From an optimization exercise on the open Yosys and OpenROAD flow, aimed at small area, a short achievable clock period and few clock cycles per item; shortcuts taken in it are not production practice. No functional check of the RTL was part of any run shown here. Power and IR drop assume default switching activity.

==> design/flow/config.mk <==
export PLATFORM = sky130hd
export DESIGN_NAME = z20_align_add
export DESIGN_NICKNAME = z20_align_add
export VERILOG_FILES = /design/flow/design.v
export SDC_FILE = /design/flow/constraint.sdc
export NUM_CORES = 4
export LEC_CHECK = 0
export CAP_MARGIN = 20
export CORE_MARGIN = 2
export CORE_UTILIZATION = 50
export CTS_BUF_LIST = sky130_fd_sc_hd__clkbuf_8
export SLEW_MARGIN = 20
export SYNTH_HIERARCHICAL = 1
==> design/flow/design.v <==
module z20_align_add (
    input  wire        clk,
    input  wire        rst,           
    input  wire        in_valid,
    input  wire        in_sub,        
    input  wire [47:0] in_x,          
    input  wire [15:0] in_ex,         
    input  wire [5:0]  in_wx,         
    input  wire [47:0] in_y,
    input  wire [15:0] in_ey,
    input  wire [5:0]  in_wy,
    output reg         out_valid,
    output reg  [47:0] out_z,         
    output reg  [15:0] out_ez,        
    output reg         out_sat        
);
    function [4:0] guard_of(input [5:0] w);
        guard_of = (w >= 6'd47) ? 5'd0 : (w <= 6'd31) ? 5'd16 : (5'd15 - w[4:0]);
    endfunction
    wire [4:0]  gx = guard_of(in_wx);
    wire [4:0]  gy = guard_of(in_wy);
    wire        swap1, dbig1;
    z20_exp_cmp u_cmp (.ex(in_ex), .ey(in_ey), .lt(swap1), .big(dbig1));
    reg         r1_valid;
    reg  [47:0] r1_x, r1_y;
    reg         r1_sub;
    reg  [15:0] r1_ex, r1_ey;
    reg  [4:0]  r1_gx, r1_gy;
    reg         r1_swap;          
    reg  [3:0]  r1_dlo;           
    reg  [7:0]  r1_tx, r1_ty;     
    reg         r1_dbig;          
    always @(posedge clk) begin
        if (rst) r1_valid <= 1'b0;
        else     r1_valid <= in_valid;
        r1_x    <= in_x;
        r1_y    <= in_y;
        r1_sub  <= in_sub;
        r1_ex   <= in_ex;
        r1_ey   <= in_ey;
        r1_gx   <= gx;
        r1_gy   <= gy;
        r1_swap <= swap1;
        r1_dlo  <= in_ex[3:0] - in_ey[3:0];
        r1_tx   <= in_ex[7:0] - in_ey[7:0] - {3'd0, gx};
        r1_ty   <= in_ey[7:0] - in_ex[7:0] - {3'd0, gy};
        r1_dbig <= dbig1;
    end
    wire [47:0] yn;
    wire        ymin;
    z20_neg u_neg (.y(r1_y), .sub(r1_sub), .yn(yn), .ymin(ymin));
    wire        swap = r1_swap;
    wire [47:0] a    = swap ? yn : r1_x;                      
    wire [47:0] b    = swap ? r1_x : yn;
    wire [15:0] ea   = swap ? r1_ey : r1_ex;
    wire [4:0]  g    = swap ? r1_gy : r1_gx;
    wire        dbig = r1_dbig;
    wire [7:0]  t    = swap ? r1_ty : r1_tx;
    wire        tneg = t[7] & ~dbig;
    wire [3:0]  d4   = swap ? -r1_dlo : r1_dlo;              
    wire [4:0]  shl  = tneg ? {1'b0, d4} : g;                
    wire [5:0]  s    = {((t[5] | t[6]) & ~t[7]) | dbig,
                        ((t[4] | t[6]) & ~t[7]) | dbig,
                        t[3:0] & {4{~t[7]}}};
    wire [48:0] a49;
    wire        abig;
    z20_lsh u_lsh (.a(a), .sh(shl), .z(a49), .big(abig));
    wire [47:0] q;
    wire        up;
    z20_rsh_rne u_rsh (.b(b), .s(s), .q(q), .up(up));
    reg         r2_valid;
    reg  [48:0] r2_a;
    reg         r2_abig;
    reg         r2_asgn;
    reg  [47:0] r2_q;
    reg         r2_up;
    reg  [15:0] r2_ea;
    reg  [4:0]  r2_shl;
    reg         r2_clamp;
    always @(posedge clk) begin
        if (rst) r2_valid <= 1'b0;
        else     r2_valid <= r1_valid;
        r2_a     <= a49;
        r2_abig  <= abig;
        r2_asgn  <= a[47];
        r2_q     <= q;
        r2_up    <= up;
        r2_ea    <= ea;
        r2_shl   <= shl;
        r2_clamp <= r1_sub & ymin;
    end
    wire [47:0] z;
    wire        ovf;
    z20_sum_sat u_sum (.a(r2_a), .big(r2_abig), .asgn(r2_asgn), .q(r2_q), .cin(r2_up),
                       .z(z), .ovf(ovf));
    always @(posedge clk) begin
        if (rst) out_valid <= 1'b0;
        else     out_valid <= r2_valid;
        out_z   <= z;
        out_ez  <= r2_ea - {11'd0, r2_shl};
        out_sat <= ovf | r2_clamp;
    end
endmodule
module z20_exp_cmp (
    input  wire [15:0] ex,
    input  wire [15:0] ey,
    output wire        lt,
    output wire        big
);
    wire [15:0] ua = {~ex[15], ex[14:0]};
    wire [15:0] ub = {~ey[15], ey[14:0]};
    reg  [15:0] l, e;
    integer i, k;
    always @(*) begin
        l = ~ua & ub;
        e = ~(ua ^ ub);
        for (k = 1; k < 16; k = k * 2)
            for (i = 0; i < 16; i = i + 2*k) begin
                l[i] = l[i+k] | (e[i+k] & l[i]);
                e[i] = e[i+k] & e[i];
            end
    end
    assign lt = l[0];
    wire [9:0]  hx = ua[15:6];
    wire [9:0]  hy = ub[15:6];
    reg  [9:0]  px, py;
    always @(*) begin
        px[0] = 1'b1;
        py[0] = 1'b1;
        for (i = 1; i < 10; i = i + 1) begin
            px[i] = px[i-1] & hx[i-1];
            py[i] = py[i-1] & hy[i-1];
        end
    end
    wire        e0  = (hx == hy);
    wire        exy = ((hx ^ hy) == py) & ~(&hy);           
    wire        eyx = ((hx ^ hy) == px) & ~(&hx);           
    assign big = ~(e0 | exy | eyx);
endmodule
module z20_neg (
    input  wire [47:0] y,
    input  wire        sub,
    output wire [47:0] yn,
    output wire        ymin
);
    reg  [47:0] nz;
    integer i;
    always @(*) begin
        nz[0] = 1'b0;
        for (i = 1; i < 48; i = i + 1) nz[i] = nz[i-1] | y[i-1];
    end
    assign ymin = y[47] & ~nz[47];
    assign yn   = y ^ ({48{sub}} & (nz | {48{ymin}}));
endmodule
module z20_lsh (
    input  wire [47:0] a,
    input  wire [4:0]  sh,
    output wire [48:0] z,
    output reg         big
);
    reg  [48:0] v;
    always @(*) begin
        v = {a[47], a};
        if (sh[0]) v = {v[47:0], 1'd0};
        if (sh[1]) v = {v[46:0], 2'd0};
        if (sh[2]) v = {v[44:0], 4'd0};
        if (sh[3]) v = {v[40:0], 8'd0};
        if (sh[4]) v = {a[32:0], 16'd0};
    end
    assign z = v;
    integer k;
    always @(*) begin
        big = 1'b0;
        for (k = 1; k < 16; k = k + 1)
            if (k < sh && (a[47] ^ a[47-k])) big = 1'b1;
    end
endmodule
module z20_rsh_rne (
    input  wire [47:0] b,
    input  wire [5:0]  s,
    output wire [47:0] q,
    output wire        up
);
    reg  [48:0] v;       
    reg         sticky;
    always @(*) begin
        v = {b, 1'b0};
        sticky = 1'b0;
        if (s[5]) begin sticky = sticky | (|v[31:0]); v = {{32{v[48]}}, v[48:32]}; end
        if (s[4]) begin sticky = sticky | (|v[15:0]); v = {{16{v[48]}}, v[48:16]}; end
        if (s[3]) begin sticky = sticky | (|v[7:0]);  v = {{8{v[48]}},  v[48:8]};  end
        if (s[2]) begin sticky = sticky | (|v[3:0]);  v = {{4{v[48]}},  v[48:4]};  end
        if (s[1]) begin sticky = sticky | (|v[1:0]);  v = {{2{v[48]}},  v[48:2]};  end
        if (s[0]) begin sticky = sticky | v[0];       v = {v[48], v[48:1]};        end
    end
    assign q  = v[48:1];
    assign up = v[0] & (sticky | v[1]);
endmodule
module z20_sum_sat (
    input  wire [48:0] a,
    input  wire        big,
    input  wire        asgn,
    input  wire [47:0] q,
    input  wire        cin,
    output wire [47:0] z,
    output wire        ovf
);
    localparam N = 50;
    wire [N-1:0] xa = {a[48], a};
    wire [N-1:0] xb = {{2{q[47]}}, q};
    wire [N-1:0] pp = xa ^ xb;
    reg  [N-1:0] gg, gp;
    reg  [N-1:0] c;          
    integer j, l;
    always @(*) begin
        gg = xa & xb;
        gp = pp;
        gg[0] = gg[0] | (pp[0] & cin);
        for (l = 1; l < 64; l = l * 2)
            for (j = N - 1; j >= 0; j = j - 1)
                if (j & l) begin
                    gg[j] = gg[j] | (gp[j] & gg[((j / l) * l) - 1]);
                    gp[j] = gp[j] & gp[((j / l) * l) - 1];
                end
        c = {gg[N-2:0], cin};
    end
    wire [N-1:0] sum = pp ^ c;
    wire         neg = big ? asgn : sum[49];
    assign ovf = big | (sum[49:47] != {3{sum[49]}});
    assign z   = ovf ? {neg, {47{~neg}}} : sum[47:0];
endmodule
==> design/flow/constraint.sdc <==
create_clock -name core_clock -period 17.0 [get_ports {clk}]
set_input_delay 3.4000 -clock core_clock [delete_from_list [all_inputs] [get_ports {clk}]]
set_output_delay 3.4000 -clock core_clock [all_outputs]
set_load 0.01 [all_outputs]
==> design/flow/flow/run.sh <==
#!/bin/bash
# Standard ORFS layout (the standard.sh, unchanged synthesis), with:
#  - port buffers of sky130_fd_sc_hd__buf_1 instead of the default choice
#  - timing repair aiming for 12.3 ns of setup slack at the design's period
set -euo pipefail
bash standard.sh SETUP_SLACK_MARGIN=12.3 "BUFFER_PORTS_ARGS=-buffer_cell sky130_fd_sc_hd__buf_1" finish > make_finish.log 2>&1
==> design/flow/standard.sh <==
#!/bin/bash
# synth_recipe.tcl (not shown) runs the flow's synth.tcl, then flattens the netlist and writes it again
# the make line also repeats each setting of config.mk as NAME=value (left out here)
make -C /OpenROAD-flow-scripts/flow DESIGN_CONFIG=/design/flow/config.mk WORK_HOME=/design/flow/orfs CLKGATE_MAP_FILE= SYNTH_SCRIPT=/design/flow/synth_recipe.tcl "${@:-finish}"
==> results of run 1 <==
per-module statistics from Yosys, one instance, submodules excluded:
module         cell area, um^2  flops+latches
z20_neg                   1150              0
z20_sum_sat               2560              0
z20_lsh                   3000              0
z20_exp_cmp                706              0
z20_rsh_rne               3270              0
z20_align_add            10300            351
synth_stat cells (all sizes together), types with 8 or more instances:
master and instances:
nor3 39, nor2 126, buf 76, fa 19, a211oi 28, clkbuf 47, or2 15, mux2i 173
a2111oi 8, mux4 23, a21oi 129, ha 93, a21o 27, or3 18, xnor2 81, inv 127
o211ai 19, nor4 24, nand4 18, o221ai 12, nand2 104, o41ai 12, nand3 25, nand2b 18
or4 8, o22ai 14, nor2b 21, o21ai 126, xor2 31, and2 8, o31ai 24, dfxtp 351
mux2 205, a31oi 14
layer usage:
metal	share of wire (%)	wire length, um
met3	6.3	3990
met1	43	27300
met4	3.9	2470
met5	0	0
met2	46	29200
registers in the layout (all words and copies together), names as in the netlist, 8 cells and up:
signal and cells:
r2_a 49, out_z 48, r1_x 48, r1_y 48
r2_q 48, out_ez 16, r1_ex 16, r1_ey 16
r2_ea 16, r1_tx 8, r1_ty 8
worst max path at each step:
stage / start / end / slack (ns) / depth (start not counted)
floorplan: in_wy[4] / r1_ty[6]$_DFF_P_ / 11.60 / 9
global placement: in_wy[5] / r1_ty[7]$_DFF_P_ / 11.30 / 11
detailed placement: in_wy[5] / r1_ty[7]$_DFF_P_ / 11.24 / 11
CTS: in_wy[4] / r1_ty[7]$_DFF_P_ / 12.08 / 11
global route: in_wy[4] / r1_ty[7]$_DFF_P_ / 12.03 / 11
finish: in_wy[4] / r1_ty[7]$_DFF_P_ / 12.08 / 11
layout by cell type, fill, tap and decap left out, types with 23 or more instances in the layout:
master | synthesis | final
dfxtp_1 | 351 | 350
xor2_1 | 31 | 31
ha_1 | 93 | 78
nor3_1 | 36 | 35
a211oi_1 | 23 | 23
a21oi_1 | 128 | 118
mux2i_1 | 173 | 171
nand3_1 | 25 | 25
mux4_2 | 23 | 23
mux2_2 | 184 | 183
clkbuf_8 | 0 | 73
o21ai_2 | 29 | 35
inv_1 | 124 | 133
nand2_1 | 103 | 100
buf_1 | 13 | 206
nor2_1 | 122 | 120
buf_4 | 7 | 35
xnor2_1 | 81 | 80
a21o_1 | 27 | 27
o21ai_0 | 85 | 77
per-stage QoR:
step / utilization, % / worst slack (ns) / power [mW]
2_1_floorplan: - / 11.60 / 2.14
3_3_place_gp: 53.1 / 11.30 / 2.49
3_5_place_dp: 53.1 / 11.24 / 2.51
4_1_cts: 56.5 / 12.08 / 3.33
5_1_grt: 57.1 / 12.03 / 3.55
6_report: 57.1 / 12.08 / 3.35
worst register-to-register path, stage by stage, from the launching register on:
cell and delay [ns]:
dfxtp_1 0.35, or4_4 0.55, or4_4 0.58, or4_4 0.52
nor3_2 0.21, o2bb2ai_1 0.20, mux2_2 0.42, mux2_2 0.36
o211ai_1 0.21, o31ai_1 0.18, mux4_2 0.52, or2_0 0.27
a221oi_2 0.22, nor2_1 0.07
area by class of cell:
| type | count | area, um^2 | area share (%) |
|---|---|---|---|
| inverters | 131 | 502 | 2.11 |
| diodes | 2 | 5.00 | 0.0210 |
| multi-input cells | 1560 | 13200 | 55.4 |
| well taps | 539 | 674 | 2.83 |
| clock buffers | 73 | 1000 | 4.22 |
| clock inverters | 33 | 297 | 1.25 |
| flip-flops and latches | 351 | 7030 | 29.5 |
| repair buffers | 247 | 1100 | 4.62 |
power groups by stage:
| stage | Sequential (mW) | Combinational, mW | Clock, mW |
|---|---|---|---|
| CTS | 1.05 | 1.45 | 0.828 |
| global placement | 1.06 | 1.42 | 0 |
| global route | 1.06 | 1.62 | 0.863 |
| floorplan | 1.05 | 1.08 | 0 |
| detailed placement | 1.07 | 1.44 | 0 |
| finish | 1.05 | 1.49 | 0.810 |
cells by family after synthesis:
| group | after synthesis | share of synthesized area (%) |
|---|---|---|
| compound gates | 490 | 16.2 |
| simple gates | 444 | 10.7 |
| mux | 401 | 21.8 |
| flops | 351 | 33.5 |
| buf+inv | 254 | 5.77 |
| xor+xnor | 112 | 4.68 |
| fa+ha+maj | 112 | 7.36 |
what timing repair did:
item                       in CTS  in global routing
setup buffers                   2                 15
cloned                          0                  1
gates resized for setup        16                 38
pin swaps                      14                 32
setup endpoints to repair      26                 60
==> results.tsv, run 1 <==
stage	metric	value	unit
clock_tree	clk buf depth	3	
sta	minimum clock period	4.92	ns
logic_synthesis	EDFF count, synth	0	
logic_synthesis	commonest register cell after synthesis	dfxtp_1	
layout	Finished Layout Cells	2936	
grt	Most Crowded Layer GR	met2	
placed_design	Area after DPL	22100	um^2
placed_design	PortBufs	209	
sta	Max Clk Rate	0.203	GHz
sta	TNS Setup	0	ns
logic_synthesis	Syn Inst Count	2164	
grt	largest net degree at the start of global routing	68	
grt	met2 Track Usage GR	46.7	%
route	DRT Wirelength	63000	um
grt	vias in the first global route	16800	
placed_design	routability cong.	0.961	
run	# Max-Cap Violations	0	
logic_synthesis	Netlist cell types	102	
sta	Hold Fails Final Rpt	0	
logic_synthesis	Mapped Area	21000	um^2
power	Pwr Density	141	nW/um^2
grt	grt ovf	0	
layout	share of layout cells above drive strength 1	20.9	%
grt	Total GRT Usage	28.2	%
sta	final setup fails	0	
logic_synthesis	Synth area leaders	dfxtp_1, mux2_2, mux2i_1	
grt	met1 GRT Util	36.4	%
power	Peak supply drop	0.0849	mV
worst_hold_path	Min-Delay Endpoint	out_sat$_DFF_P_	
sta	Worst Skew	0.0295	ns
route	Iter 0 DRT Violations	1304	
placed_design	Placed Cells	2810	
clock_tree	Skew-Pair Late Insertion Delay	0.65	ns
clock_tree	CTS Root Cell	clkbuf_8	
clock_tree	CTS Hold Bufs	0	
power	Pleak	9.72	nW
setup_path	CP max stage delay	0.54	ns
logic_synthesis	Avg Cell Area, Syn	9.69	um^2
die	Core Rows	75	
setup_path	reg2reg path depth	13	
route	vias per std cell	5.80	
sta	Final Max Slew Viols	0	
setup_path	worst reg2reg path endpoint	r2_up$_DFF_P_	
clock_tree	clk sinks	351	
power	Clk pwr share	24.2	%
power	Net Sw Frac	38.4	%
setup_path	crit start category	input port	
grt	antenna violations before repair	3	
logic_synthesis	area leader, netlist	dfxtp_1	
logic_synthesis	Post-synth ARST share	0	%
placed_design	Final HPWL DP	48700	um
clock_tree	H-tree Lvls	2	
die	core footprint	41700	um^2
sta	RSZ-0062 raised after global routing	yes	
clock_tree	clock-pin transition on the worst setup and hold timing paths	0.06	ns
grt	GRT met3 Usage	4.93	%
logic_synthesis	Synth top area share	33.5	%
route	# DRC	0	
setup_path	CP max FO	4	
worst_hold_path	hold wc startpoint	r2_clamp$_DFF_P_	
setup_path	Setup Crit Path Kind	in2reg	
clock_tree	CTS tree	built	
die	Die Span Y	209	um
logic_synthesis	sequential area share after synthesis	33.5	%
sta	Worst-Margin Slew	0.942	ns
route	DRT Pass-1 Iters	8	
sta	final worst-path cycle share	28.9	%
power	Seq pwr share	31.4	%
setup_path	top cell family by delay on the critical path	adder cells	
route	routed vias	17000	
layout	Final Cell Area	23800	um^2
setup_path	Critical Path Slowest Stage Cell	fa_1	
power	Int Power	2.06	mW
power	Gate power share	44.4	%
setup_path	Setup crit end kind	register	
die	die width	209	um
setup_path	Crit path required time	17.56	ns
setup_path	worst path cell trace	buf_1 -> nand2b_4 -> or2_4 -> fa_1 -> inv_1 -> ha_2 -> o211ai_1 -> nand2_1 -> a211o_1 -> a21oi_2 -> xnor2_1	
setup_path	Buffers & Inverters on Critical Path	2	
power	Psw	1.28	mW
grt	first-pass GRT wire length	95200	um
setup_path	Crit Reg-Reg Startpoint	r1_y[31]$_DFF_P_	
outcome	status	complete, no violations	
layout	Fillers	3790	
sta	Slew HR	37.2	%
logic_synthesis	syn nets	2420	
route	wire per inst	21.4	um
setup_path	crit path DAT	5.48	ns
setup_path	r2r setup slk	12.24	ns
logic_synthesis	Seq cells post-synth	351	
logic_synthesis	synth warn	12	
route	antenna viol nets, final	0	
layout	# nets final	2605	
sta	hold slack	0.423	ns
layout	Area growth syn-to-layout	13.6	%
clock_tree	Num CTS Buffers	58	
worst_hold_path	Min-Delay Path Class	reg2reg	
die	Initial Utilization	50.3	%
die	number of placed I/O pins	210	
worst_hold_path	hold depth	1	
die	die area	43600	um^2
==> run 2: changes to the inputs <==
--- a/design/flow/design.v
+++ b/design/flow/design.v
@@ -17,8 +17,6 @@
     function [4:0] guard_of(input [5:0] w);
         guard_of = (w >= 6'd47) ? 5'd0 : (w <= 6'd31) ? 5'd16 : (5'd15 - w[4:0]);
     endfunction
-    wire [4:0]  gx = guard_of(in_wx);
-    wire [4:0]  gy = guard_of(in_wy);
     wire        swap1, dbig1;
     z20_exp_cmp u_cmp (.ex(in_ex), .ey(in_ey), .lt(swap1), .big(dbig1));
     reg         r1_valid;
@@ -27,8 +25,7 @@
     reg  [15:0] r1_ex, r1_ey;
     reg  [4:0]  r1_gx, r1_gy;
     reg         r1_swap;          
-    reg  [3:0]  r1_dlo;           
-    reg  [7:0]  r1_tx, r1_ty;     
+    reg  [6:0]  r1_dlo;           
     reg         r1_dbig;          
     always @(posedge clk) begin
         if (rst) r1_valid <= 1'b0;
@@ -38,12 +35,10 @@
         r1_sub  <= in_sub;
         r1_ex   <= in_ex;
         r1_ey   <= in_ey;
-        r1_gx   <= gx;
-        r1_gy   <= gy;
+        r1_gx   <= guard_of(in_wx);
+        r1_gy   <= guard_of(in_wy);
         r1_swap <= swap1;
-        r1_dlo  <= in_ex[3:0] - in_ey[3:0];
-        r1_tx   <= in_ex[7:0] - in_ey[7:0] - {3'd0, gx};
-        r1_ty   <= in_ey[7:0] - in_ex[7:0] - {3'd0, gy};
+        r1_dlo  <= in_ex[6:0] - in_ey[6:0];
         r1_dbig <= dbig1;
     end
     wire [47:0] yn;
@@ -55,10 +50,10 @@
     wire [15:0] ea   = swap ? r1_ey : r1_ex;
     wire [4:0]  g    = swap ? r1_gy : r1_gx;
     wire        dbig = r1_dbig;
-    wire [7:0]  t    = swap ? r1_ty : r1_tx;
+    wire [6:0]  d7   = swap ? -r1_dlo : r1_dlo;
+    wire [7:0]  t    = {1'b0, d7} - {3'd0, g};               
     wire        tneg = t[7] & ~dbig;
-    wire [3:0]  d4   = swap ? -r1_dlo : r1_dlo;              
-    wire [4:0]  shl  = tneg ? {1'b0, d4} : g;                
+    wire [4:0]  shl  = tneg ? d7[4:0] : g;                   
     wire [5:0]  s    = {((t[5] | t[6]) & ~t[7]) | dbig,
                         ((t[4] | t[6]) & ~t[7]) | dbig,
                         t[3:0] & {4{~t[7]}}};
@@ -217,11 +212,15 @@
         gp = pp;
         gg[0] = gg[0] | (pp[0] & cin);
         for (l = 1; l < 64; l = l * 2)
-            for (j = N - 1; j >= 0; j = j - 1)
-                if (j & l) begin
-                    gg[j] = gg[j] | (gp[j] & gg[((j / l) * l) - 1]);
-                    gp[j] = gp[j] & gp[((j / l) * l) - 1];
-                end
+            for (j = 2*l - 1; j < N; j = j + 2*l) begin
+                gg[j] = gg[j] | (gp[j] & gg[j-l]);
+                gp[j] = gp[j] & gp[j-l];
+            end
+        for (l = 16; l >= 1; l = l / 2)
+            for (j = 3*l - 1; j < N; j = j + 2*l) begin
+                gg[j] = gg[j] | (gp[j] & gg[j-l]);
+                gp[j] = gp[j] & gp[j-l];
+            end
         c = {gg[N-2:0], cin};
     end
     wire [N-1:0] sum = pp ^ c;
==> design/flow/flow/run.sh (replaced) <==
#!/bin/bash
# Standard ORFS layout (the standard.sh, unchanged synthesis), with:
#  - port buffers of sky130_fd_sc_hd__buf_1 instead of the default choice
#  - timing repair aiming for 12 ns of setup slack at the design's period
set -euo pipefail
bash standard.sh SETUP_SLACK_MARGIN=12 "BUFFER_PORTS_ARGS=-buffer_cell sky130_fd_sc_hd__buf_1" finish > make_finish.log 2>&1
==> run 2 against run 1 <==
First-iteration DRC count rose by 5.4%. Sequential power hardly changed. Via count decreased by 4.4%. Critical path depth up 2. Largest power group unchanged. Final cell count is 4.4% lower. Die area down 4.5%.
==> results.tsv, run 2 <==
stage	metric	value	unit	change
power	Peak supply drop	0.0888	mV	+4.6%
sta	Hold Fails Final Rpt	0		unchanged
logic_synthesis	area leader, netlist	dfxtp_1		
sta	minimum clock period	4.89	ns	-0.0355 ns
route	wire per inst	22.0	um	+2.7%
sta	Worst Skew	0.0315	ns	+0.00199 ns
placed_design	routability cong.	0.967		+0.59%
die	die area	41600	um^2	-4.5%
route	vias per std cell	5.81		about the same
logic_synthesis	compound-cell area share of the yosys netlist	15.0	%	-1.1 points
logic_synthesis	Mapped Area	20000	um^2	-4.6%
sta	Slew HR	30.7	%	-6.6 points
logic_synthesis	Seq cells post-synth	338		-3.7%
clock_tree	CTS tree	built		
die	Core Rows	73		-2.7%
setup_path	Setup Crit Path Kind	reg2reg		
sta	hold slack	0.416	ns	-0.00737 ns
layout	Reg with most FFs	r2_a		
setup_path	Setup crit end kind	register		
grt	vias in the first global route	15600		-7.3%
route	antenna viol nets, final	0		unchanged
layout	Sequential Area	6770	um^2	-3.7%
logic_synthesis	main combinational cell family by area after synthesis	multiplexers		
die	number of placed I/O pins	210		unchanged
clock_tree	Num CTS Buffers	56		-3.4%
logic_synthesis	Adder-Cell Fraction of Synth Area	7.72	%	+0.35 points
layout	commonest non-fill, non-tap cell in the layout	dfxtp_1		
sta	final setup fails	0		unchanged
layout	Multi-input gate area	12300	um^2	-6.6%
logic_synthesis	simple-gate share of the synthesized area	11.0	%	+0.28 points
grt	Total GRT Usage	29.1	%	+0.99 points
grt	largest net degree at the start of global routing	90		+32%
outcome	status	complete, no violations		
logic_synthesis	sequential area share after synthesis	33.8	%	+0.31 points
logic_synthesis	Synth area leaders	dfxtp_1, mux2_2, mux2i_1		
logic_synthesis	Synth top area share	33.8	%	+0.31 points
logic_synthesis	XOR/XNOR share of the synthesized area	4.24	%	-0.44 points
setup_path	crit path DAT	5.44	ns	-0.04 ns
route	routed vias	16300		-4.4%
layout	most frequent cells in the layout	dfxtp_1, buf_1, mux2_2		
clock_tree	H-tree Lvls	2		unchanged
logic_synthesis	Netlist cell types	103		+0.98%
route	# DRC	0		unchanged
layout	Fillers	3636		-4.1%
power	Pwr Density	149	nW/um^2	+6.0%
logic_synthesis	commonest register cell after synthesis	dfxtp_1		
logic_synthesis	syn nets	2312		-4.5%
die	die width	204	um	-2.3%
die	Initial Utilization	50.5	%	+0.15 points
logic_synthesis	most frequent cell after synthesis	dfxtp_1		
die	Die Span Y	204	um	-2.3%
power	Pleak	9.16	nW	-5.8%
route	Iter 0 DRT Violations	1374		+5.4%
layout	share of layout cells above drive strength 1	17.4	%	-3.5 points
worst_hold_path	Min-Delay Path Class	reg2reg		
setup_path	r2r setup slk	12.11	ns	-0.13 ns
clock_tree	clk sinks	338		-3.7%
sta	Max Clk Rate	0.205	GHz	+0.73%
clock_tree	CTS Root Cell	clkbuf_8		
route	DRT Pass-1 Iters	5		-3
sta	Final Max Slew Viols	0		unchanged
clock_tree	CTS Hold Bufs	0		unchanged
sta	RSZ-0062 raised after global routing	no		
logic_synthesis	EDFF count, synth	0		unchanged
setup_path	crit start category	register		
clock_tree	clk buf depth	3		unchanged
sta	final worst-path cycle share	28.7	%	-0.21 points
layout	Inserted Diodes	0		-2
die	core footprint	39600	um^2	-4.9%
grt	grt ovf	0		unchanged
route	DRT Wirelength	61800	um	-1.8%
logic_synthesis	Post-synth ARST share	0	%	unchanged
run	# Max-Cap Violations	0		unchanged
setup_path	Crit path required time	17.56	ns	about the same
placed_design	Final HPWL DP	47400	um	-2.7%
layout	# nets final	2486		-4.6%
layout	Area growth syn-to-layout	12.4	%	
logic_synthesis	Avg Cell Area, Syn	9.70	um^2	+0.14%
grt	antenna violations before repair	1		-2
logic_synthesis	Synth top cells by count	dfxtp_1, mux2_2, mux2i_1		
sta	Worst-Margin Slew	1.03	ns	+0.0904 ns
logic_synthesis	post-synthesis mux area share	22.7	%	+0.95 points
logic_synthesis	Syn Inst Count	2062		-4.7%
logic_synthesis	synth warn	12		unchanged
placed_design	PortBufs	209		unchanged
sta	TNS Setup	0	ns	unchanged
setup_path	CP max FO	9		+5
grt	first-pass GRT wire length	92900	um	-2.3%
layout	number of flip-flops under the largest register name	49		unchanged
clock_tree	Skew-Pair Late Insertion Delay	0.68	ns	+0.03 ns
clock_tree	clock-pin transition on the worst setup and hold timing paths	0.07	ns	about the same
-- run 2: cell types whose count changed in the layout (fill, tap and decap cells not counted), moves of 12 or more --
cell     before  now
o21ai_0      77  107
o21ai_2      35    6
nand2_1     100  128
a21oi_1     118   95
buf_4        35   16
dfxtp_1     350  336
inv_1       133  119
xor2_1       31   17
fa_1         16   29
ha_4         12    0
-- run 2: area by class of cell --
| type | instances | share of cell area, % |
|---|---|---|
| multi-input combinational | 1494 | 54.8 |
| sequential | 338 | 30.1 |
| tap | 525 | 2.92 |
| timing repair buffer | 231 | 4.58 |
| clock buffer | 74 | 4.53 |
| inverter | 113 | 1.93 |
| timing repair inverter | 2 | 0.0557 |
| clock inverter | 29 | 1.03 |
-- run 2: repair_timing --
item                       CTS  global route
pin swaps                    0             3
resized for setup            8            28
setup buffers                1             3
gates cloned                 0             4
setup endpoints to repair   46           123
-- run 2: path summary, 6_finish.rpt --
path,start,cells past startpoint,to
setup / recovery,r1_y[31]$_DFF_P_,13,r2_up$_DFF_P_
hold / removal,r2_clamp$_DFF_P_,1,out_sat$_DFF_P_
setup reg to reg,r1_y[31]$_DFF_P_,13,r2_up$_DFF_P_
hold reg to reg,r2_clamp$_DFF_P_,1,out_sat$_DFF_P_
-- run 2: logic make-up after synthesis --
group,after synthesis
adders and majority gates,106
DFF,338
xor gates and xnor gates,96
AOI/OAI and AO/OA,446
buffers and inverters,231
and+or+nand+nor,443
muxes,402
-- run 2: layer usage --
layer	GRT usage (%)	wire, um	vias up
met5	0	9	-
met4	9.42	2020	2
met3	4.86	4230	121
met2	44.1	26600	629
met1	42.1	28900	7710
li1	-	-	7836
-- run 2: per-stage QoR --
step           worst slack [ns]  cells  area (um^2)  power (mW)  util (%)
6_report                  12.11   2806        22500        3.35      56.7
4_1_cts                   12.04   2799        22300        3.35      56.2
5_1_grt                   12.00   2806        22500        3.58      56.7
3_3_place_gp              11.56   2695        21000        2.54      52.9
3_5_place_dp              11.37   2695        21000        2.55      52.9
2_1_floorplan             12.16   2062        20000        2.17         -
-- run 2: Yosys stat by module, one instance, submodules excluded --
module | area, um^2 | times used | flip-flops and latches | cells inside
z20_align_add | 9390 | 1 | 338 | 654
z20_exp_cmp | 706 | 1 | 0 | 106
z20_lsh | 3000 | 1 | 0 | 403
z20_neg | 1150 | 1 | 0 | 159
z20_rsh_rne | 3270 | 1 | 0 | 428
z20_sum_sat | 2480 | 1 | 0 | 312
-- run 2: where the power goes --
group,leakage [nW],internal [mW],switching (mW)
Clock,0.701,0.438,0.338
Sequential,2.85,0.937,0.0865
Combinational,5.61,0.662,0.886
Total,9.16,2.04,1.31
-- run 2: worst max-delay path, stage by stage, from the launching register on --
cell and delay, ns:
dfxtp_1 0.35, or4_4 0.56, or4_4 0.58, or4_4 0.62
nor3_1 0.28, o2bb2ai_1 0.14, mux2_2 0.42, mux2_2 0.38
o211ai_1 0.17, o31ai_1 0.19, mux4_2 0.52, or2_0 0.25
a221oi_2 0.23, nor2_1 0.07
==> run 3: changes to the inputs <==
--- a/design/flow/design.v
+++ b/design/flow/design.v
@@ -54,9 +54,8 @@
     wire [7:0]  t    = {1'b0, d7} - {3'd0, g};               
     wire        tneg = t[7] & ~dbig;
     wire [4:0]  shl  = tneg ? d7[4:0] : g;                   
-    wire [5:0]  s    = {((t[5] | t[6]) & ~t[7]) | dbig,
-                        ((t[4] | t[6]) & ~t[7]) | dbig,
-                        t[3:0] & {4{~t[7]}}};
+    wire [5:0]  s    = t[5:0] & {6{~t[7]}};                  
+    wire        kill = dbig | (~t[7] & t[6]);                
     wire [48:0] a49;
     wire        abig;
     z20_lsh u_lsh (.a(a), .sh(shl), .z(a49), .big(abig));
@@ -78,8 +77,8 @@
         r2_a     <= a49;
         r2_abig  <= abig;
         r2_asgn  <= a[47];
-        r2_q     <= q;
-        r2_up    <= up;
+        r2_q     <= q & {48{~kill}};
+        r2_up    <= up & ~kill;
         r2_ea    <= ea;
         r2_shl   <= shl;
         r2_clamp <= r1_sub & ymin;
@@ -153,16 +152,7 @@
     output wire [48:0] z,
     output reg         big
 );
-    reg  [48:0] v;
-    always @(*) begin
-        v = {a[47], a};
-        if (sh[0]) v = {v[47:0], 1'd0};
-        if (sh[1]) v = {v[46:0], 2'd0};
-        if (sh[2]) v = {v[44:0], 4'd0};
-        if (sh[3]) v = {v[40:0], 8'd0};
-        if (sh[4]) v = {a[32:0], 16'd0};
-    end
-    assign z = v;
+    assign z = {a[47], a} << sh;
     integer k;
     always @(*) begin
         big = 1'b0;
--- a/design/flow/config.mk
+++ b/design/flow/config.mk
@@ -10,4 +10,3 @@
 export CORE_UTILIZATION = 50
 export CTS_BUF_LIST = sky130_fd_sc_hd__clkbuf_8
 export SLEW_MARGIN = 20
-export SYNTH_HIERARCHICAL = 1
==> run 3 against run 2 <==
Cell area grew 3.2%. Final cell count up 9.2%. Largest power group unchanged. Via count is 13% higher. Non-clock buffer count increased by 41. First-iteration DRC count rose by 15%. Maximum frequency down 3.0%. Worst setup slack got worse by 0.15 ns. Clock-buffer cell count decreased by 8.
==> results.tsv, run 3 <==
stage	metric	value	unit	change
outcome	status	complete, no violations		
logic_synthesis	Post-synth ARST share	0	%	unchanged
logic_synthesis	XOR/XNOR share of the synthesized area	3.92	%	-0.32 points
logic_synthesis	synth warn	6		-6
logic_synthesis	Synth area leaders	dfxtp_1, mux2i_1, ha_1		
sta	final setup fails	0		unchanged
logic_synthesis	post-synthesis mux area share	14.4	%	-8.3 points
power	Gate power share	53.1	%	+6.9 points
setup_path	Crit path required time	17.51	ns	-0.05 ns
clock_tree	CTS Root Cell	clkbuf_8		
layout	most frequent cells in the layout	dfxtp_1, mux2i_1, buf_1		
power	Clk pwr share	19.8	%	-3.4 points
grt	first-pass GRT wire length	102000	um	+10%
setup_path	reg2reg path depth	25		+12
placed_design	Area after DPL	21400	um^2	+1.8%
sta	Hold Fails Final Rpt	0		unchanged
grt	Total GRT Usage	31.6	%	+2.5 points
clock_tree	clk sinks	338		unchanged
worst_hold_path	Min-Delay Path Class	reg2reg		
clock_tree	clk buf depth	3		unchanged
logic_synthesis	syn nets	2565		+11%
logic_synthesis	Syn Inst Count	2313		+12%
power	Pwr Density	151	nW/um^2	+1.7%
grt	largest net degree at the start of global routing	93		+3.3%
logic_synthesis	most frequent cell after synthesis	dfxtp_1		
placed_design	Final HPWL DP	51300	um	+8.3%
logic_synthesis	commonest register cell after synthesis	dfxtp_1		
route	Iter 0 DRT Violations	1577		+15%
die	Initial Utilization	50.8	%	+0.34 points
placed_design	routability cong.	0.964		-0.32%
grt	antenna violations before repair	0		-1
worst_hold_path	hold depth	2		+1
setup_path	Setup crit end kind	register		
layout	Fillers	3639		+0.083%
logic_synthesis	Mapped Area	20300	um^2	+1.4%
worst_hold_path	hold wc startpoint	r2_ea[6]$_DFF_P_		
power	Final Power	3.51	mW	+4.9%
layout	Finished Layout Cells	3064		+9.2%
clock_tree	CTS Hold Bufs	0		unchanged
clock_tree	CTS tree	built		
clock_tree	clock-pin transition on the worst setup and hold timing paths	0.07	ns	about the same
logic_synthesis	area leader, netlist	dfxtp_1		
die	number of placed I/O pins	210		unchanged
route	DRT Wirelength	67900	um	+9.8%
layout	Sequential Area	6770	um^2	unchanged
route	antenna viol nets, final	0		unchanged
layout	Area growth syn-to-layout	14.4	%	
setup_path	CP max FO	6		-3
sta	Max Clk Rate	0.199	GHz	-3.0%
clock_tree	Skew-Pair Late Insertion Delay	0.65	ns	-0.03 ns
route	routed vias	18400		+13%
worst_hold_path	Min-Delay Endpoint	out_ez[6]$_DFF_P_		
die	Die Span Y	205	um	+0.67%
setup_path	crit path DAT	5.55	ns	+0.11 ns
sta	TNS Setup	0	ns	unchanged
power	Psw	1.59	mW	+21%
placed_design	PortBufs	209		unchanged
clock_tree	Num CTS Buffers	54		-3.6%
clock_tree	H-tree Lvls	2		unchanged
layout	final core utilization	58.1	%	+1.4 points
layout	Multi-input gate area	12900	um^2	+4.9%
placed_design	Placed Cells	2925		+8.5%
setup_path	Crit Reg-Reg Startpoint	r2_a[0]$_SDFF_PN0_		
setup_path	Setup Crit Path Kind	reg2reg		
die	die area	42200	um^2	+1.3%
sta	Worst Setup Slack, final	11.97	ns	-0.149 ns
sta	hold slack	0.440	ns	+0.0241 ns
layout	commonest non-fill, non-tap cell in the layout	dfxtp_1		
sta	final worst-path cycle share	29.6	%	+0.88 points
logic_synthesis	Synth top area share	33.4	%	-0.46 points
route	DRT Pass-1 Iters	6		+1
logic_synthesis	EDFF count, synth	0		unchanged
layout	Reg with most FFs	r2_a		
grt	vias in the first global route	17500		+12%
power	Net Sw Frac	45.2	%	+6.1 points
setup_path	crit start category	register		
die	Core Rows	73		unchanged
power	Peak supply drop	0.0685	mV	-23%
logic_synthesis	Synth top cells by count	dfxtp_1, mux2i_1, nand2_1		
die	core footprint	39900	um^2	+0.69%
logic_synthesis	Adder-Cell Fraction of Synth Area	7.74	%	+0.020 points
power	Pleak	10.3	nW	+12%
die	die width	205	um	+0.67%
logic_synthesis	Seq cells post-synth	338		unchanged
sta	Slew HR	22.2	%	-8.5 points
route	# DRC	0		unchanged
power	Int Power	1.92	mW	-5.6%
sta	Worst Skew	0.0288	ns	-0.00267 ns
power	Seq pwr share	27.0	%	-3.6 points
layout	# nets final	2750		+11%
layout	Final Cell Area	23200	um^2	+3.2%
route	wire per inst	22.2	um	+0.55%
grt	grt ovf	0		unchanged
route	vias per std cell	6.02		+3.7%
layout	share of layout cells above drive strength 1	11.8	%	-5.6 points
sta	RSZ-0062 raised after global routing	yes		
logic_synthesis	Avg Cell Area, Syn	8.77	um^2	-9.6%
logic_synthesis	sequential area share after synthesis	33.4	%	-0.46 points
sta	Final Max Slew Viols	0		unchanged
placed_design	DP Worst Slack	10.73	ns	-0.637 ns
run	# Max-Cap Violations	0		unchanged
setup_path	r2r setup slk	11.97	ns	-0.15 ns
logic_synthesis	compound-cell area share of the yosys netlist	20.2	%	+5.2 points
layout	number of flip-flops under the largest register name	49		unchanged
logic_synthesis	Netlist cell types	96		-6.8%
sta	minimum clock period	5.03	ns	+0.149 ns
logic_synthesis	main combinational cell family by area after synthesis	compound AO/OA/AOI/OAI gates		
sta	Worst-Margin Slew	1.16	ns	+0.128 ns
logic_synthesis	simple-gate share of the synthesized area	16.0	%	+5.0 points
setup_path	worst reg2reg path endpoint	out_z[3]$_DFF_P_		
run 3: changes by cell type in the layout (fill, tap and decap cells not counted), moves of 38 or more:
cell	before	now
mux2_2	186	45
a21oi_1	95	177
nand2_1	128	200
nor2_1	112	178
mux2i_1	172	223
inv_1	119	73
a21o_1	30	68
run 3: cells by family after synthesis:
logic type / count (synthesis)
and+or+nand+nor: 662
AOI/OAI and AO/OA: 617
adders and majority gates: 108
buffers and inverters: 218
muxes: 280
xor gates and xnor gates: 90
DFF: 338
run 3: worst max-delay path: stages (launching register included):
cell and delay [ns]:
dfxtp_1 0.31, inv_2 0.05, fa_2 0.20, inv_2 0.04, fa_2 0.36, a21o_1 0.18
a311o_1 0.40, o2111ai_2 0.22, a21oi_2 0.12, o21ai_2 0.20, a31o_2 0.21, a31oi_4 0.11
nand4_1 0.11, nand3_2 0.09, o41a_1 0.40, a41oi_2 0.24, nand2b_1 0.12, fa_2 0.39
xnor2_2 0.19, nor2_2 0.08, a21oi_4 0.22, nor2_4 0.06, buf_6 0.16, nor2b_4 0.19
buf_6 0.18, a21oi_1 0.06
run 3: per-layer routing:
| layer | share of wire (%) | vias to the layer above | track usage, % |
|---|---|---|---|
| met5 | 0 | - | 0 |
| met4 | 4.7 | 0 | 13.6 |
| met3 | 7.3 | 187 | 5.80 |
| met2 | 45 | 782 | 51.2 |
| met1 | 43 | 8697 | 41.3 |
| li1 | - | 8783 | - |
run 3: what timing repair did:
item,CTS,global route
endpoints found under the setup margin,146,135
gates resized for setup,39,44
gates cloned,7,2
buffers inserted,13,20
pin swaps,12,25
run 3: power by group through the flow:
stage                     logic, mW  clock network, mW  registers (mW)
after floorplan                1.25                  0           0.960
after global routing           2.01              0.746           0.958
after detailed placement       1.74                  0           0.966
after CTS                      1.79              0.714           0.951
after global placement         1.73                  0           0.966
final                          1.87              0.696           0.949
run 3: worst max path at each step:
stage | to | startpoint | slack, ns
floorplan | out_z[11]$_DFF_P_ | r2_a[0]$_SDFF_PN0_ | 12.02
global placement | r2_abig$_SDFF_PP1_ | r1_swap$_DFF_P_ | 10.86
detailed placement | out_z[8]$_DFF_P_ | r2_a[0]$_SDFF_PN0_ | 10.73
CTS | r2_up$_DFF_P_ | r1_swap$_DFF_P_ | 12.01
global route | out_z[25]$_DFF_P_ | r2_a[0]$_SDFF_PN0_ | 11.72
finish | out_z[3]$_DFF_P_ | r2_a[0]$_SDFF_PN0_ | 11.97
run 3: final cells by class:
type	count	area share [%]
Multi-Input combinational cell	1762	55.7
Antenna cell	1	0.0108
Timing Repair Buffer	272	6.33
Tap cell	525	2.83
Clock buffer	66	3.92
Clock inverter	30	0.820
Sequential cell	338	29.2
Inverter	70	1.17

[port drivers added, routing unchanged]
The flow's constraints put no driver on any port. The routed layouts listed below were extracted and timed again, unchanged, in two steps. Step 1 assumes that a clkbuf_16 drives the clock port and a buf_2 every other input. Step 2 moves the port delays by t, midway between the first and last clock arrival at a register: inputs arrive t later, outputs are due t later. That takes back most of the time a late clock gives input paths. Slacks: no drivers / after step 1 / after step 2; pairs: no drivers / after step 1.
run | t (ns) | slack for setup (ns) | hold slack, ns | worst setup path at the end | worst slew at a driven data input, ns
run 1 | 0.696 | 12.079 / 12.116 / 11.420 | 0.423 / 0.423 / 0.423 | input to register | 0.07
run 2 | 0.715 | 12.115 / 12.115 / 11.711 | 0.416 / 0.416 / 0.416 | input to register | 0.04
run 3 | 0.691 | 11.965 / 11.965 / 11.672 | 0.440 / 0.440 / 0.440 | input to register | 0.04
After both steps every run listed still meets setup and hold. For run 1, which loses most, drivers alone change the setup slack by +0.037 ns; drivers and shift together by -0.659 ns.
